Source: an optimization exercise on an open RTL-to-GDS flow (aim: small area, a short achievable clock period and few clock cycles per item). Production flows keep margins and buffers that such runs may drop. Only simulation tests tie the RTL to the original design; equivalence was not proved. Power is estimated from default activity; no workload was simulated.

### design.v
module cmp_coder (
    input  wire        clk,
    input  wire        rst,           
    input  wire        blk_start,
    input  wire [1:0]  blk_order,     
    input  wire        blk_reset,     
    output wire        idle,
    input  wire        in_valid,
    output wire        in_ready,
    input  wire [31:0] in_data,
    input  wire        in_last,
    output wire        out_valid,
    input  wire        out_ready,
    output wire [31:0] out_data,
    output wire        blk_done,
    output wire [31:0] blk_crc,
    output wire [15:0] blk_len,
    output wire [23:0] st_x1,
    output wire [23:0] st_x2,
    output wire [23:0] st_x3,
    output wire [23:0] st_a
);
    reg         busy;         
    reg         open;         
    reg         o_p1, o_p2;   
    reg         o_n1, o_n2;   
    reg  [1:0]  pc;           
    reg         rep;          
    reg         zr;           
    reg         start_q;      
    reg         init_q;       
    reg         rst_q;
    reg         idle_r, ready_r, done_r;
    reg         flush;        
    reg  [4:0]  fill;         
    reg         hv;           
    reg         ov;           
    reg         c_v, c_code, c_last, c_long, c_second;
    reg         l1;           
    wire        done  = done_r;
    wire        start = blk_start && idle_r;
    reg         p_v, p_last;
    reg  [5:0]  p_tot;
    wire        hold  = hv && ((p_v && p_tot[5]) || (flush && fill != 5'd0));
    wire        adv   = !hold && !l1;
    assign idle     = idle_r;
    assign in_ready = ready_r;
    wire   take     = in_valid && ready_r;
    wire        busy_n = start || (busy && !done);
    wire        open_n = start || (open && !(take && in_last));
    wire [1:0]  pc_n   = start ? 2'd3 : (rep && adv) ? pc - 2'd1 : pc;
    always @(posedge clk) begin
        rst_q   <= rst;
        start_q <= start && !rst;
        init_q  <= rst || (start && blk_reset);
        if (rst) begin
            busy <= 1'b0;
            open <= 1'b0;
            pc   <= 2'd3;
            rep  <= 1'b1;
            zr   <= 1'b1;
        end else begin
            if (start) zr <= blk_reset;
            busy <= busy_n;
            open <= open_n;
            pc   <= pc_n;
            rep  <= (pc_n != 2'd0);
        end
        if (start) begin
            o_p1 <= blk_order[0];
            o_p2 <= blk_order[1];
            o_n1 <= blk_order[1];
            o_n2 <= blk_order[1] && blk_order[0];
        end
    end
    reg         in_v, in_l, in_f;
    reg  [31:0] in_d;
    always @(posedge clk) begin
        if (rst) in_v <= 1'b0;
        else if (adv) in_v <= take;
        if (adv) begin
            in_d <= in_data;
            in_l <= in_last;
            in_f <= in_data[6] && take;    
        end
    end
    reg  [23:0] x1, x2, x3;       
    reg  [26:0] pp, nq;           
    reg  [31:0] crc;              
    wire        go   = adv && !rep && in_v;      
    wire        step = go || (adv && rep);
    wire        p_hi = !pp[26] && (pp[25:23] != 3'd0);
    wire        p_lo =  pp[26] && ((pp[25:23] != 3'h7) || (pp[22:0] == 23'd0));
    wire [23:0] p_clamped = p_hi ? 24'h7FFFFF : p_lo ? 24'h800001 : pp[23:0];
    wire [23:0] a_o = rep ? (zr ? 24'd0 : x3) : in_d[31:8];
    wire [23:0] a   = in_f ? p_clamped : a_o;
    wire [26:0] sa  = {{3{a[23]}}, a};
    wire [26:0] sx1 = {{3{x1[23]}}, x1};
    wire [26:0] p_next, n_next;
    cc_add3 #(27) u_padd (
        .x(o_p1 ? sa : 27'd0), .y(o_p2 ? {sa[25:0], 1'b0} : 27'd0), .z(~nq),
        .s(p_next));
    cc_add3 #(27) u_nadd (
        .x(o_n1 ? sa : 27'd0), .y(o_n2 ? {sa[25:0], 1'b0} : 27'd0), .z(o_n2 ? ~sx1 : ~27'd0),
        .s(n_next));
    wire [27:0] res;
    cc_sub #(28) u_res (.a({{4{in_d[31]}}, in_d[31:8]}), .b({pp[26], pp}), .d(res));
    wire [27:0] z = {res[26:0], 1'b0} ^ {28{res[27]}};    
    wire [31:0] crc_next;
    cc_crc u_crc (.c(~crc), .w(in_d), .n(crc_next));
    reg         s1_v, s1_code, s1_last, s1_sat;
    reg  [27:0] s1_z;
    always @(posedge clk) begin
        if (rst) s1_v <= 1'b0;
        else if (adv) s1_v <= go;
        if (adv) begin
            s1_code <= !in_d[6];
            s1_last <= in_l;
            s1_z    <= z;
            s1_sat  <= (z[27:20] != 8'd0);
        end
        if (start_q) crc <= 32'd0;
        else if (go) crc <= ~crc_next;
        if (step) begin
            x1 <= a;
            x2 <= x1;
            x3 <= x2;
            pp <= p_next;
            nq <= n_next;
        end
    end
    reg  [23:0] acc;              
    reg  [4:0]  k;                
    wire [23:0] acc_next;
    cc_add3 #(24) u_aadd (.x(acc), .y({4'd0, s1_z[19:0] | {20{s1_sat}}}), .z({4'hF, ~acc[23:4]}),
                          .s(acc_next));
    wire [4:0]  k_next;
    cc_log2 u_log2 (.a(acc_next[23:4]), .k(k_next));
    wire [4:0]  q;
    wire        esc, long_c;
    wire [5:0]  plen1;
    wire [4:0]  plen2;
    cc_rice u_rice (.z(s1_z), .k(k), .q(q), .esc(esc), .long_c(long_c),
                    .plen1(plen1), .plen2(plen2));
    reg  [27:0] c_z;
    reg  [4:0]  c_k;
    reg         c_esc;
    reg  [5:0]  c_plen1;
    reg  [4:0]  c_plen2;
    always @(posedge clk) begin
        if (rst) c_v <= 1'b0;
        else if (adv) c_v <= s1_v;
        if (adv) begin
            c_code  <= s1_code;
            c_last  <= s1_last;
            c_z     <= s1_z;
            c_k     <= k;
            c_esc   <= esc;
            c_long  <= long_c;
            c_plen1 <= plen1;
            c_plen2 <= plen2;
        end
        if (init_q) begin
            acc <= 24'd128;
            k   <= 5'd3;
        end else if (adv && s1_v && s1_code) begin
            acc <= acc_next;
            k   <= k_next;
        end
    end
    wire [31:0] piece;
    wire [5:0]  tot;
    cc_piece u_piece (.fill(fill), .z(c_z), .k(c_k), .esc(c_esc), .long_c(c_long),
                      .second(c_second), .plen1(c_plen1), .plen2(c_plen2),
                      .piece(piece), .tot(tot));
    reg  [31:0] p_piece;
    reg  [31:0] word;             
    reg  [31:0] hd;               
    reg  [12:0] len;              
    wire [31:0] w_ins, w_rest;
    cc_pack u_pack (.word(word), .piece(p_piece), .tot(p_tot), .w_ins(w_ins), .w_rest(w_rest));
    wire        ins   = p_v && !hold;
    wire        fpush = flush && !hold && (fill != 5'd0);
    wire        push  = (ins && p_tot[5]) || fpush;
    wire [31:0] pdata = p_v ? w_ins : word;
    wire        pop   = hv && out_ready;
    wire        hv_n    = (hv && !pop) || push;
    wire        flush_n = (!hold && p_last) || (flush && !done);
    wire        l1_n    = adv ? (s1_v && s1_code && long_c) : (l1 && hold);
    wire        done_n  = flush && !done && (fill == 5'd0) && !hv_n;
    wire        pv_n    = hold ? p_v : (c_v && c_code);
    wire        pt5_n   = hold ? p_tot[5] : tot[5];
    always @(posedge clk) begin
        if (rst) c_second <= 1'b0;
        else if (l1 && !hold) c_second <= 1'b1;
        else if (adv)       c_second <= 1'b0;
        if (rst) begin
            p_v    <= 1'b0;
            p_last <= 1'b0;
        end else if (!hold) begin
            p_v    <= c_v && c_code;
            p_last <= c_v && c_last && (!c_code || !c_long || c_second);
        end
        if (!hold) begin
            p_piece <= piece;
            p_tot   <= tot;
        end
        if (rst_q) word <= 32'd0;
        else if (ins) word <= p_tot[5] ? w_rest : w_ins;
        else if (fpush) word <= 32'd0;
        if (rst) begin
            fill    <= 5'd0;
            flush   <= 1'b0;
            hv      <= 1'b0;
            ov      <= 1'b0;
            l1      <= 1'b0;
            done_r  <= 1'b0;
            idle_r  <= 1'b0;
            ready_r <= 1'b0;
        end else begin
            if (!hold && c_v && c_code) fill <= tot[4:0];
            else if (fpush)           fill <= 5'd0;
            flush <= flush_n;
            hv    <= hv_n;
            ov    <= (ov && !out_ready) || push;
            l1    <= l1_n;
            done_r  <= done_n;
            idle_r  <= (!busy_n || done_n) && (pc_n == 2'd0);
            ready_r <= open_n && !(pc_n[1]) && !l1_n && !(hv_n && pv_n && pt5_n);
        end
        if (push) hd <= pdata;
        if (start_q)   len <= 13'd0;
        else if (push) len <= len + 13'd1;
    end
    assign out_valid = ov;
    assign out_data  = hd;
    assign blk_done  = done;
    assign blk_crc   = crc;
    assign blk_len   = {3'd0, len};
    assign st_x1     = x1;
    assign st_x2     = x2;
    assign st_x3     = x3;
    assign st_a      = acc;
endmodule
module cc_add3 #(parameter W = 27) (
    input  wire [W-1:0] x,
    input  wire [W-1:0] y,
    input  wire [W-1:0] z,
    output wire [W-1:0] s
);
    wire [W-1:0] cs = x ^ y ^ z;
    wire [W-1:0] cc = (x & y) | (x & z) | (y & z);
    assign s = cs + {cc[W-2:0], 1'b1};
endmodule
module cc_sub #(parameter W = 28) (
    input  wire [W-1:0] a,
    input  wire [W-1:0] b,
    output wire [W-1:0] d
);
    assign d = a - b;
endmodule
module cc_log2 (
    input  wire [19:0] a,
    output reg  [4:0]  k
);
    integer i;
    always @(*) begin
        k = 5'd0;
        for (i = 0; i < 20; i = i + 1)
            if (a[i]) k = i[4:0];
    end
endmodule
module cc_rice (
    input  wire [27:0] z,
    input  wire [4:0]  k,
    output wire [4:0]  q,
    output wire        esc,
    output wire        long_c,
    output wire [5:0]  plen1,
    output wire [4:0]  plen2
);
    wire [27:0] zq = z >> k;
    assign q      = zq[4:0];
    assign esc    = (zq[27:5] != 23'd0) || (q[4] && q[3]);
    assign long_c = esc || q[4] || (q[3] && q[2]);
    assign plen1  = esc ? 6'd24 : long_c ? {1'b0, q} : ({1'b0, q} + {1'b0, k} + 6'd1);
    assign plen2  = esc ? 5'd28 : k + 5'd1;
endmodule
module cc_piece (
    input  wire [4:0]  fill,
    input  wire [27:0] z,
    input  wire [4:0]  k,
    input  wire        esc,
    input  wire        long_c,
    input  wire        second,
    input  wire [5:0]  plen1,
    input  wire [4:0]  plen2,
    output reg  [31:0] piece,
    output wire [5:0]  tot
);
    reg  [4:0]  fm, os;
    reg  [5:0]  oe, plen;
    always @(*) begin
        if (second) begin
            fm   = esc ? 5'd28 : k;
            os   = 5'd0;
            oe   = 6'd0;
            plen = {1'b0, plen2};
        end else if (long_c) begin
            fm   = 5'd0;
            os   = 5'd0;
            oe   = plen1;
            plen = plen1;
        end else begin
            fm   = k;
            os   = k + 5'd1;
            oe   = plen1;
            plen = plen1;
        end
    end
    integer b;
    always @(*) begin
        for (b = 0; b < 32; b = b + 1)
            piece[b] = (b < 28 && b < fm && z[b % 28]) || (b >= os && b < oe);
    end
    assign tot = {1'b0, fill} + plen;
endmodule
module cc_pack (
    input  wire [31:0] word,
    input  wire [31:0] piece,
    input  wire [5:0]  tot,
    output wire [31:0] w_ins,
    output wire [31:0] w_rest
);
    wire [95:0] sh = {piece, 64'd0} >> tot;
    assign w_ins  = word | sh[63:32];
    assign w_rest = sh[31:0];
endmodule
module cc_crc (
    input  wire [31:0] c,
    input  wire [31:0] w,
    output wire [31:0] n
);
    wire [31:0] t = c ^ w;
    wire s32 = t[6] ^ t[15];
    wire s33 = t[0] ^ t[23];
    wire s34 = t[1] ^ t[20];
    wire s35 = t[2] ^ t[25];
    wire s36 = t[10] ^ t[26];
    wire s37 = t[4] ^ t[13];
    wire s38 = t[21] ^ t[22];
    wire s39 = t[5] ^ t[14];
    wire s40 = t[7] ^ t[16];
    wire s41 = t[3] ^ t[17];
    wire s42 = t[9] ^ t[27];
    wire s43 = t[28] ^ t[29];
    wire s44 = t[19] ^ s33;
    wire s45 = t[30] ^ t[31];
    wire s46 = t[11] ^ s34;
    wire s47 = t[24] ^ s32;
    wire s48 = t[12] ^ s35;
    wire s49 = t[8] ^ s37;
    wire s50 = t[18] ^ s36;
    wire s51 = t[11] ^ s43;
    wire s52 = t[9] ^ s38;
    wire s53 = t[23] ^ s42;
    wire s54 = s39 ^ s47;
    wire s55 = t[8] ^ s41;
    wire s56 = t[6] ^ s40;
    wire s57 = s44 ^ s49;
    wire s58 = t[28] ^ s45;
    wire s59 = t[30] ^ s39;
    wire s60 = s41 ^ s46;
    wire s61 = t[24] ^ s38;
    wire s62 = t[27] ^ s36;
    wire s63 = t[18] ^ t[26];
    wire s64 = t[22] ^ t[25];
    wire s65 = t[4] ^ s44;
    wire s66 = t[7] ^ t[12];
    wire s67 = t[29] ^ s45;
    wire s68 = t[16] ^ s32;
    wire s69 = t[19] ^ s34;
    wire s70 = t[4] ^ s40;
    wire s71 = t[26] ^ s35;
    wire s72 = t[28] ^ s46;
    wire s73 = t[5] ^ s40;
    wire s74 = t[21] ^ s43;
    wire s75 = s47 ^ s48;
    wire s76 = t[30] ^ s42;
    wire s77 = s51 ^ s64;
    wire s78 = t[8] ^ t[17];
    wire s79 = s39 ^ s43;
    wire s80 = s42 ^ s78;
    wire s81 = t[14] ^ s35;
    wire s82 = s40 ^ s50;
    wire s83 = t[18] ^ t[27];
    wire s84 = t[23] ^ t[31];
    wire s85 = t[6] ^ t[29];
    wire s86 = s48 ^ s59;
    wire s87 = t[2] ^ t[3];
    wire s88 = t[21] ^ s37;
    wire s89 = t[1] ^ t[3];
    wire s90 = t[31] ^ s89;
    wire s91 = t[22] ^ s32;
    wire s92 = t[12] ^ t[27];
    wire s93 = s56 ^ s92;
    wire s94 = t[17] ^ s68;
    wire s95 = t[20] ^ s53;
    wire s96 = s48 ^ s49;
    wire s97 = t[10] ^ t[18];
    wire s98 = t[15] ^ s33;
    wire s99 = s32 ^ s38;
    wire s100 = s50 ^ s52;
    wire s101 = t[0] ^ s69;
    wire s102 = t[31] ^ s41;
    wire s103 = t[24] ^ s33;
    assign n[0] = ((s54 ^ s72) ^ (s71 ^ (s53 ^ s70)));
    assign n[1] = (s75 ^ ((s55 ^ s62) ^ (s73 ^ s74)));
    assign n[2] = (s77 ^ (((s41 ^ s63) ^ s49) ^ (s56 ^ s76)));
    assign n[3] = (s65 ^ (((s45 ^ s66) ^ s50) ^ (s79 ^ s80)));
    assign n[4] = (s82 ^ ((s67 ^ s81) ^ s57));
    assign n[5] = (s65 ^ ((s35 ^ s55) ^ (s56 ^ s58)));
    assign n[6] = ((s55 ^ s68) ^ (s81 ^ ((s83 ^ s84) ^ s51)));
    assign n[7] = (s86 ^ (((s83 ^ s85) ^ s44) ^ s60));
    assign n[8] = ((s87 ^ (s63 ^ s66)) ^ ((s47 ^ s58) ^ (s69 ^ s88)));
    assign n[9] = ((s52 ^ s90) ^ (((t[8] ^ (t[13] ^ t[26])) ^ s44) ^ (s47 ^ s51)));
    assign n[10] = ((s36 ^ (t[5] ^ (t[12] ^ t[30]))) ^ (s51 ^ s91));
    assign n[11] = ((((t[11] ^ t[13]) ^ s33) ^ s67) ^ s93);
    assign n[12] = (((s45 ^ (t[5] ^ (t[11] ^ t[26]))) ^ s94) ^ (s95 ^ s96));
    assign n[13] = (s60 ^ (((t[31] ^ s97) ^ s48) ^ (s88 ^ s98)));
    assign n[14] = (s95 ^ (s99 ^ (((t[13] ^ t[18]) ^ (t[19] ^ t[25])) ^ ((t[28] ^ t[3]) ^ s66))));
    assign n[15] = (s57 ^ (s61 ^ (((t[14] ^ t[20]) ^ s36) ^ (s40 ^ s43))));
    assign n[16] = ((s80 ^ s98) ^ (((t[25] ^ t[29]) ^ s46) ^ (s59 ^ s61)));
    assign n[17] = (s75 ^ (((t[23] ^ (t[16] ^ t[1])) ^ s58) ^ s100));
    assign n[18] = (s101 ^ ((((t[10] ^ t[9]) ^ s37) ^ s102) ^ (s79 ^ s91)));
    assign n[19] = (((t[24] ^ t[25]) ^ s50) ^ (s74 ^ s76));
    assign n[20] = (((t[19] ^ s45) ^ s62) ^ s77);
    assign n[21] = (s54 ^ (((t[1] ^ t[9]) ^ s48) ^ (s67 ^ s70)));
    assign n[22] = (s60 ^ ((((t[10] ^ t[14]) ^ s42) ^ s103) ^ (s49 ^ s58)));
    assign n[23] = (s93 ^ (s50 ^ (s84 ^ (t[29] ^ (t[20] ^ t[21])))));
    assign n[24] = (((s34 ^ s52) ^ (s59 ^ s71)) ^ (s57 ^ s94));
    assign n[25] = (((s102 ^ s53) ^ (s38 ^ (t[2] ^ s34))) ^ (s54 ^ s82));
    assign n[26] = (s101 ^ ((s39 ^ s55) ^ s100));
    assign n[27] = (s65 ^ ((s46 ^ s99) ^ (s97 ^ (t[2] ^ s42))));
    assign n[28] = (s72 ^ ((((t[10] ^ t[12]) ^ s87) ^ s44) ^ (s61 ^ s73)));
    assign n[29] = (s96 ^ (((t[23] ^ s85) ^ s61) ^ s60));
    assign n[30] = (s86 ^ ((s103 ^ s52) ^ (s63 ^ ((t[3] ^ t[7]) ^ s37))));
    assign n[31] = ((s54 ^ s57) ^ (s90 ^ (s64 ^ s62)));
endmodule
### run.sh
#!/bin/bash
# synth_recipe.tcl (not shown) runs the flow's synth.tcl, then flattens the netlist and writes it again
# the make line also repeats each setting of config.mk as NAME=value (left out here)
make -C /OpenROAD-flow-scripts/flow DESIGN_CONFIG=/design/flow/config.mk WORK_HOME=/design/flow/orfs CLKGATE_MAP_FILE= SYNTH_SCRIPT=/design/flow/synth_recipe.tcl finish
### config.mk
export PLATFORM = sky130hd
export DESIGN_NAME = cmp_coder
export DESIGN_NICKNAME = cmp_coder
export VERILOG_FILES = /design/flow/design.v
export SDC_FILE = /design/flow/constraint.sdc
export NUM_CORES = 4
export LEC_CHECK = 0
export CAP_MARGIN = 20
export CORE_MARGIN = 2
export CORE_UTILIZATION = 40
export PLACE_DENSITY = 0.6
export SLEW_MARGIN = 20
export SYNTH_HIERARCHICAL = 1
### constraint.sdc
create_clock -name core_clock -period 15.0 [get_ports {clk}]
set_input_delay 3.0000 -clock core_clock [delete_from_list [all_inputs] [get_ports {clk}]]
set_output_delay 3.0000 -clock core_clock [all_outputs]
set_load 0.01 [all_outputs]
==> flow_results.org, run 1 <==
** Run status
- Result of the run :: complete, no violations

** STA
- The max-slew violation total from the final report was 0.
- Worst slew margin :: 0.239
- Tightest Pin Transition :: 1.14 ns
- The routed design could run at a clock period as short as 5.75 ns.
- RSZ-0062 raised after global routing :: no
- Total setup violations reported at the end of the flow :: 0
- Final worst path period share :: 0.383
- Final Hold Vio Count :: 0
- Based on the critical path, the design can be clocked at up to 0.174 GHz.
- Worst clock skew :: 0.0522 ns
- Setup TNS :: 0 ns

** Critical path
- Data arrival time at the worst-slack endpoint :: 6.09 ns
- Startpoint of the worst-slack reg-to-reg timing path :: rep$_SDFF_PP1_
- Sum of buffers and inverters on the critical path :: 1
- Worst EP required :: 15.34 ns
- Kind of end point of the critical path :: flip-flop
- The slowest stage of the critical path is the nor2_2 cell.
- CP top delay family :: simple AND/OR/NAND/NOR gates
- The worst setup path is launched from a flip-flop.
- In this run the worst path has a maximum fanout of 28.
- In this design, the stage delay of the slowest critical-path cell is 1.20 ns.
- List of cells traversed by the critical path :: clkinv_1, nor2_2, a221o_1, o21ai_0, nor2_1, fa_1, ha_1, nand2_1, o21ai_1, nand4_1, a2111oi_4, or2_2, a311oi_2
- Setup CP Type :: reg2reg
- Tracing the worst setup path back leads to its startpoint at rep$_SDFF_PP1_.

** Floorplan
- Ports :: 221
- Starting Density :: 0.405
- The floorplan step set the die height to 293 µm.
- After floorplanning, the core was sized to cover 82200 µm².
- In this run the horizontal extent of the chip is 293 µm.
- In this run the core area contains 105 standard-cell rows.
- Die Footprint :: 85600 µm²

** Clock tree
- The root buffer cell chosen for the clock tree is clkbuf_16.
- After clock tree synthesis, the setup repair step added 0 buffers.
- TritonCTS built the clock tree.
- The clock tree synthesis step divided the H-tree into 2 levels.
- Post-cts hold buffer count :: 0
- After clock tree synthesis, the clock-pin slew on the worst setup and hold paths is 0.06 ns.
- The clock reaches the later pin of the worst-skew pair after 0.64 ns.
- Inserted Clock Buffers :: 53
- Sinks on the clock net :: 445
- No sink is reached through more buffers than the 3 on the longest clock path.
- After clock tree synthesis, the repair step resized 0 gates.

** Layout
- Leaving out fill and tap cells, the most frequent cells in the layout are 312 x edfxtp_1, 296 x nor2_1, 233 x xnor2_1, 222 x nand2_1, 217 x clkdlybuf4s50_1.
- Commonest non-fill, non-tap cell in the layout :: edfxtp_1
- At the end of the flow, the number of nets in the layout was 3663.
- From synthesis to final layout, the design area changed by 14.3%.
- The filler cells instantiated in the layout total 7872.
- Fraction of final layout cells sized beyond drive strength 1 :: 0.104

** Routing
- The detail route stage leaves a number of antenna-violating nets equal to 0.
- After detailed routing, the number of remaining DRC violations is 0.
- For this block, the initial DRC count from the detailed router was 2006.
- After detailed routing, the average wire length per cell comes to 22.2 µm.
- The first detailed-routing pass took 5 iterations.
- After detailed routing, the number of vias per cell comes to 5.70.
- Wires add up to 101000 µm.
- Top layer reached by signal wires :: met4
- Detailed routing inserted a total of 25900 vias.
- Routed length on met3 :: 5260 µm
- For this block, wires on met1 add up to 43800 µm.
- Wire length on met2 :: 48400 µm

** Global route
- First-pass GRT wire length :: 154000 µm
- Global routing finished with a remaining overflow of 0.
- The via count of the first global-routing pass came to 25000.
- The number of antenna violations at the first check in global routing is 0.
- Across every metal layer, demand over resource in global routing totals 0.230.
- Maximum number of pins on one net before global-route repair :: 83

** Place
- Last weighted congestion value of the routability-driven placer :: 0.966
- Count of input and output buffers :: 217
- After legalization and detailed placement, the total HPWL measured 75800 µm.

** Synth
- Synthesis produced a netlist whose cell count is 3286.
- The synthesized netlist occupies a cell area of 33300 µm².
- For this run, the number of Yosys warnings is 9.
- Each instance of the synthesized netlist takes up on average 10.1 µm².

** Min path
- The min-delay analysis places its worst path in the category reg2reg.
- The worst hold path begins at s1_last$_DFFE_PN_.

** Pwr
- In this run the power spent charging and discharging nets is 2.27 mW.
- Of the total power, registers draw 0.325.
- Power Total :: 5.88 mW
- Combinational share of power :: 0.446
- For this design the static power due to leakage is 14.6 nW.
- Clock network power share :: 0.229
- Worst supply voltage drop on vdd :: 0.104 mV
- Of the total power, the share spent switching nets is 0.387.
- Total power density per cell area :: 154 nW/µm²
- Internal power contribution :: 3.60 mW

** Flow run
- The tool flagged a number of max-cap violations equal to 0.
==> per-layer routing <==
layer  vias to the layer above  track usage
li1                      12300            -
met1                     12600        0.312
met2                       844        0.383
met3                       167       0.0263
met4                         0       0.0774
met5                         -            0
==> sequential cells by signal, indices dropped and copies added, names as in the netlist, 6 cells and up <==
register and count:
c_z 28, x1 24, x2 24, p_piece 32, in_d 32, nq 27, len 13, crc 32
s1_z 28, acc 24, c_plen1 6, x3 24, hd 32, pp 27, p_tot 6, word 32
==> power groups by stage <==
stage | logic (mW) | registers, mW | clock network [mW]
finish | 2.62 | 1.91 | 1.35
global route | 2.86 | 1.93 | 1.43
CTS | 2.60 | 1.91 | 1.38
detailed placement | 2.59 | 1.93 | 0
global placement | 2.58 | 1.93 | 0
floorplan | 1.98 | 1.80 | 0
==> final timing paths <==
kind,cells past startpoint,slack (ns),end
max,13,9.25,nq[26]$_DFFE_PP_
min,0,0.42,c_last$_DFFE_PN_
max reg2reg,13,9.25,nq[26]$_DFFE_PP_
min reg2reg,0,0.42,c_last$_DFFE_PN_
==> cell type report <==
type	instances	area, µm²	share of cell area
inverter	195	733	0.0193
antenna	2	5.00	0.000131
multi-input combinational	2486	19700	0.519
tap	1070	1340	0.0352
timing repair buffer	248	2400	0.0632
clock inverter	30	304	0.00798
clock buffer	67	1510	0.0398
sequential	445	12000	0.316
==> through the flow <==
| stage | cell area (µm²) | setup WS [ns] | util | hold slack, ns | cells |
|---|---|---|---|---|---|
| final | 38100 | 9.25 | 0.463 | 0.416 | 4543 |
| after global routing | 38100 | 8.95 | 0.463 | 0.432 | 4541 |
| after CTS | 38100 | 9.12 | 0.463 | 0.412 | 4541 |
| after detailed placement | 36300 | 9.16 | 0.441 | 0.405 | 4444 |
| after global placement | 36300 | 9.36 | 0.441 | 0.402 | 4444 |
| after floorplan | 33300 | 5.18 | - | 0.400 | 3297 |
Testbench counts, summed over its fixed seeds: cycles 30,497, items 29,834.
==> inputs of run 2 (changes only) <==
--- a/design.v
+++ b/design.v
@@ -24,7 +24,7 @@
     reg         open;         
     reg         o_p1, o_p2;   
     reg         o_n1, o_n2;   
-    reg  [1:0]  pc;           
+    reg  [2:0]  pc;           
     reg         rep;          
     reg         zr;           
     reg         start_q;      
@@ -48,7 +48,9 @@
     wire   take     = in_valid && ready_r;
     wire        busy_n = start || (busy && !done);
     wire        open_n = start || (open && !(take && in_last));
-    wire [1:0]  pc_n   = start ? 2'd3 : (rep && adv) ? pc - 2'd1 : pc;
+    wire [2:0]  pc_d   = (pc != 3'd0 && adv) ? pc - 3'd1 : pc;
+    wire [2:0]  pc_n   = (rst || start) ? 3'd4 : pc_d;
+    wire        rep_n  = (pc_d != 3'd0) && (pc_d != 3'd4);
     always @(posedge clk) begin
         rst_q   <= rst;
         start_q <= start && !rst;
@@ -56,15 +58,15 @@
         if (rst) begin
             busy <= 1'b0;
             open <= 1'b0;
-            pc   <= 2'd3;
-            rep  <= 1'b1;
+            pc   <= 3'd4;
+            rep  <= 1'b0;
             zr   <= 1'b1;
         end else begin
             if (start) zr <= blk_reset;
             busy <= busy_n;
             open <= open_n;
             pc   <= pc_n;
-            rep  <= (pc_n != 2'd0);
+            rep  <= rep_n && !start;
         end
         if (start) begin
             o_p1 <= blk_order[0];
@@ -75,25 +77,38 @@
     end
     reg         in_v, in_l, in_f;
     reg  [31:0] in_d;
-    always @(posedge clk) begin
-        if (rst) in_v <= 1'b0;
-        else if (adv) in_v <= take;
-        if (adv) begin
-            in_d <= in_data;
-            in_l <= in_last;
-            in_f <= in_data[6] && take;    
-        end
-    end
     reg  [23:0] x1, x2, x3;       
     reg  [26:0] pp, nq;           
-    reg  [31:0] crc;              
-    wire        go   = adv && !rep && in_v;      
-    wire        step = go || (adv && rep);
+    wire        step;
+    wire [23:0] x3_n = step ? x2 : x3;
+    wire        f1   = in_v && in_f && !rep;       
+    wire        in_ld = adv && !f1;
     wire        p_hi = !pp[26] && (pp[25:23] != 3'd0);
     wire        p_lo =  pp[26] && ((pp[25:23] != 3'h7) || (pp[22:0] == 23'd0));
     wire [23:0] p_clamped = p_hi ? 24'h7FFFFF : p_lo ? 24'h800001 : pp[23:0];
-    wire [23:0] a_o = rep ? (zr ? 24'd0 : x3) : in_d[31:8];
-    wire [23:0] a   = in_f ? p_clamped : a_o;
+    always @(posedge clk) begin
+        if (rst) begin
+            in_v <= 1'b0;
+            in_f <= 1'b0;
+        end else if (adv) begin
+            if (f1) in_f <= 1'b0;
+            else begin
+                in_v <= take;
+                in_f <= in_data[6] && take;    
+            end
+        end
+        if (rst || in_ld) begin
+            in_d[7:0]  <= in_data[7:0];
+            in_l       <= in_last;
+        end
+        if (rst || adv)
+            in_d[31:8] <= f1 ? p_clamped : rep_n ? (zr ? 24'd0 : x3_n) : in_data[31:8];
+    end
+    reg  [31:0] crc;              
+    reg         crc_done;         
+    wire        go   = adv && !rep && in_v && !in_f;    
+    assign      step = go || (adv && rep);
+    wire [23:0] a   = in_d[31:8];
     wire [26:0] sa  = {{3{a[23]}}, a};
     wire [26:0] sx1 = {{3{x1[23]}}, x1};
     wire [26:0] p_next, n_next;
@@ -120,7 +135,9 @@
             s1_sat  <= (z[27:20] != 8'd0);
         end
         if (start_q) crc <= 32'd0;
-        else if (go) crc <= ~crc_next;
+        else if ((go && !crc_done) || (adv && f1)) crc <= ~crc_next;
+        if (rst) crc_done <= 1'b0;
+        else if (adv) crc_done <= f1;
         if (step) begin
             x1 <= a;
             x2 <= x1;
@@ -225,8 +242,9 @@
             ov    <= (ov && !out_ready) || push;
             l1    <= l1_n;
             done_r  <= done_n;
-            idle_r  <= (!busy_n || done_n) && (pc_n == 2'd0);
-            ready_r <= open_n && !(pc_n[1]) && !l1_n && !(hv_n && pv_n && pt5_n);
+            idle_r  <= (!busy_n || done_n) && (pc_n == 3'd0);
+            ready_r <= open_n && (pc_n[2:1] == 2'd0) && !l1_n && !(hv_n && pv_n && pt5_n) &&
+                       !(adv ? (!f1 && take && in_data[6]) : f1);
         end
         if (push) hd <= pdata;
         if (start_q)   len <= 13'd0;
==> run 2 against run 1 <==
Net effect:
- routed wire length shrank 1.5%
- largest power group unchanged
- maximum frequency rose by 21%
- highest routed layer is now met5
- non-clock buffer count did not move
==> flow_results.org, run 2 <==
** STA
- Shortest clock period the worst path allows after layout :: 4.74 ns (was 5.75 ns)
- Number of slew-limit violations in the final report :: 0 (unchanged)
- The final total negative setup slack is 0 ns (unchanged).
- RSZ-0062 raised after global routing: no (unchanged).
- Final Hold Vio Count :: 0 (unchanged)
- Final worst path period share :: 0.316 (was 0.383)
- The largest clock skew in the final design came to 0.0224 ns (was 0.0522 ns).
- Maximum clock rate :: 0.211 GHz (was 0.174 GHz)
- The worst slew margin relative to its limit was 0.321 (was 0.239).
- The transition time at the pin with the least slew margin was 1.02 ns (was 1.14 ns).
- The final number of setup-violating endpoints was 0 (unchanged).

** Floorplan
- The chip width is 295 µm (was 293 µm).
- Ports :: 221 (unchanged)
- The die outline area came to 86800 µm² (was 85600 µm²).
- The effective utilization at floorplan was 0.404 (was 0.405).
- The number of core rows is 106 (was 105).
- The height of the chip came to 295 µm (was 293 µm).
- The placeable core region was 83700 µm² (was 82200 µm²).

** Critical path
- Worst setup path startpoint :: ready_r$_SDFF_PP0_ (was rep$_SDFF_PP1_)
- CP top delay family :: buffers and inverters (was simple AND/OR/NAND/NOR gates)
- List of cells traversed by the critical path :: clkdlybuf4s50_1 (was clkinv_1, nor2_2, a221o_1, o21ai_0, nor2_1, fa_1, ha_1, nand2_1, o21ai_1, nand4_1, a2111oi_4, or2_2, a311oi_2)
- Crit start category :: flip-flop (unchanged)
- The slowest stage cell on the critical path is clkdlybuf4s50_1 (was nor2_2).
- Startpoint of the worst-slack reg-to-reg timing path :: s1_sat$_DFFE_PP_ (was rep$_SDFF_PP1_)
- Worst EP required :: 12.00 ns (was 15.34 ns)
- The signal arrival time at the worst endpoint came to 1.74 ns (was 6.09 ns).
- The kind of critical path was reg2out (was reg2reg).
- Worst path max stage delay :: 0.61 ns (was 1.20 ns)
- Worst Path Max Fanout :: 4 (was 28)
- The buffers plus inverters on the worst setup path was 1 (unchanged).
- The endpoint kind of the worst setup timing path is an output pin (was flip-flop).

** Pwr
- Worst supply voltage drop on vdd :: 0.131 mV (was 0.104 mV)
- Power Total :: 8.74 mW (was 5.88 mW)
- Leak pwr :: 14.8 nW (was 14.6 nW)
- The power density over cell area came to 226 nW/µm² (was 154 nW/µm²).

** Layout
- Commonest cells after routing, fill and taps aside: 287 x edfxtp_1, 250 x nand2_1, 248 x nor2_1, 232 x xnor2_1, 219 x a21oi_1 (was 312 x edfxtp_1, 296 x nor2_1, 233 x xnor2_1, 222 x nand2_1, 217 x clkdlybuf4s50_1).
- The number of filler instances in the final layout was 7909 (was 7872).
- Multi-input combinational cell area :: 20300 µm² (was 19700 µm²)
- The layout overhead on the synthesized area was 14.5% (was 14.3%).
- The number of antenna repair diodes came to 0 (was 2).
- Fraction of final layout cells sized beyond drive strength 1 :: 0.111 (was 0.104)
- Commonest non-fill, non-tap cell in the layout :: edfxtp_1 (unchanged)
- The net count of the finished layout is 3764 (was 3663).
- The area occupied by registers was 11800 µm² (was 12000 µm²).

** Global route
- The via count of the first global-routing pass came to 25200 (was 25000).
- Gr ovfl total :: 0 (unchanged)
- Maximum number of pins on one net before global-route repair :: 127 (was 83)
- Total global routing track utilization :: 0.226 (was 0.230)
- The number of antenna violations at the first check in global routing is 4 (was 0).
- The first-pass GRT wire length is 152000 µm (was 154000 µm).

** Clock tree
- The clock latency of the later-clocked register in the worst-skew pair came to 0.62 ns (was 0.64 ns).
- Root buf cell :: clkbuf_16 (unchanged)
- Clock Pin Slew Worst Setup and Hold Paths :: 0.06 ns (about the same)
- Sinks on the clock net :: 447 (was 445)
- Post-cts hold buffer count :: 0 (unchanged)
- Inserted Clock Buffers :: 53 (unchanged)
- The deepest level of the CTS H-tree was 2 (unchanged).
- Clock buffer depth :: 3 (unchanged)
- CTS tree :: built (unchanged)
- Post-cts repair resize count :: 0 (unchanged)
- The post-CTS setup-driven buffer insertion count is 0 (unchanged).

** Min path
- Min-delay worst type :: reg2reg (unchanged)
- The startpoint of the most critical hold path was s1_last$_DFFE_PP_ (was s1_last$_DFFE_PN_).

** Synth
- The cell count after synthesis came to 3385 (was 3286).
- The total number of yosys warnings is 9 (unchanged).
- The cell area after synthesis is 33800 µm² (was 33300 µm²).
- The synthesized area per cell is 9.98 µm² (was 10.1 µm²).

** Routing
- The number of DRC markers after the initial detailed-route iteration was 1823 (was 2006).
- Count of nets left with antenna violations after detail routing :: 0 (unchanged)
- The number of vias after detailed routing came to 25900 (about the same).
- The routed wirelength normalized by instance count is 21.1 µm (was 22.2 µm).
- The per-cell via count in the routed design came to 5.50 (was 5.70).
- The DRC violation count after routing is 0 (unchanged).
- Wire length after detailed routing :: 99400 µm (was 101000 µm)
- Number of detailed-route iterations in the first pass :: 5 (unchanged)

** Run status
- Result of the run :: complete, no violations (unchanged)

** Place
- The half-perimeter wire length after detailed placement is 74200 µm (was 75800 µm).
- Count of input and output buffers :: 217 (unchanged)
- Last weighted congestion value of the routability-driven placer :: 0.941 (was 0.966)

** Flow run
- Count of maximum capacitance violations :: 0 (unchanged)
-- run 2: metrics by stage --
stage	hold WS, ns	util	std cells	area, µm²	setup slack (ns)
2_1_floorplan	0.400	-	3396	33800	10.75
3_3_place_gp	0.402	0.440	4606	36800	10.27
6_report	0.419	0.462	4707	38700	10.26
5_1_grt	0.425	0.462	4707	38700	10.19
3_5_place_dp	0.419	0.440	4606	36800	10.27
4_1_cts	0.421	0.462	4706	38700	10.21
-- run 2: area by class of cell --
class / instances / share of cell area
multi-input cells: 2562 / 0.526
flip-flops and latches: 447 / 0.306
repair buffers: 248 / 0.0625
clock buffers: 68 / 0.0371
well taps: 1134 / 0.0367
inverters: 216 / 0.0210
clock inverters: 32 / 0.0106
-- run 2: final timing paths --
path                  endpoint  slack [ns]  cells past startpoint
max                   in_ready       10.26                      1
min           c_last$_DFFE_PP_        0.42                      0
max reg2reg  k[0]$_SDFFE_PP1P_       10.72                     14
min reg2reg   c_last$_DFFE_PP_        0.42                      0
-- run 2: power breakdown --
| part | internal (mW) | switching, mW | total [mW] | leakage [nW] |
|---|---|---|---|---|
| clock | 0.831 | 0.549 | 1.38 | 0.877 |
| sequential | 1.83 | 0.380 | 2.21 | 4.18 |
| combinational | 2.33 | 2.82 | 5.15 | 9.79 |
| total | 4.99 | 3.75 | 8.74 | 14.8 |
-- run 2: routing by layer --
layer  part of all wire  vias to the layer above  track usage
met1               0.43                    12500        0.294
li1                   -                    12500            -
met3              0.050                      169       0.0315
met4              0.030                        2       0.0737
met2               0.49                      676        0.385
met5            0.00017                        -            0
Testbench counts of run 2, summed over its fixed seeds: cycles 30,673, items 29,834.

-- port drivers added, routing unchanged --
How much do the figures lean on ideal ports? The routed layouts below were timed once more, with nothing changed but the port constraints. Step 1, drivers: a clkbuf_16 drives clk and a buf_2 each remaining input, both assumed. Step 2 also shifts input and output timing later by t, the mid clock arrival at the registers, as if the neighbouring blocks saw the same clock. a / b / c = no drivers / after step 1 / after step 2; a / b = the first two.
run	shift t [ns]	setup WS [ns]	hold WS [ns]	worst data-port slew with drivers (ns)
run 1	0.678	9.248 / 9.248 / 9.248	0.416 / 0.416 / 0.416	0.06
run 2	0.671	10.257 / 10.194 / 10.269	0.419 / 0.419 / 0.419	0.13
After both steps setup and hold are still met in every run listed.
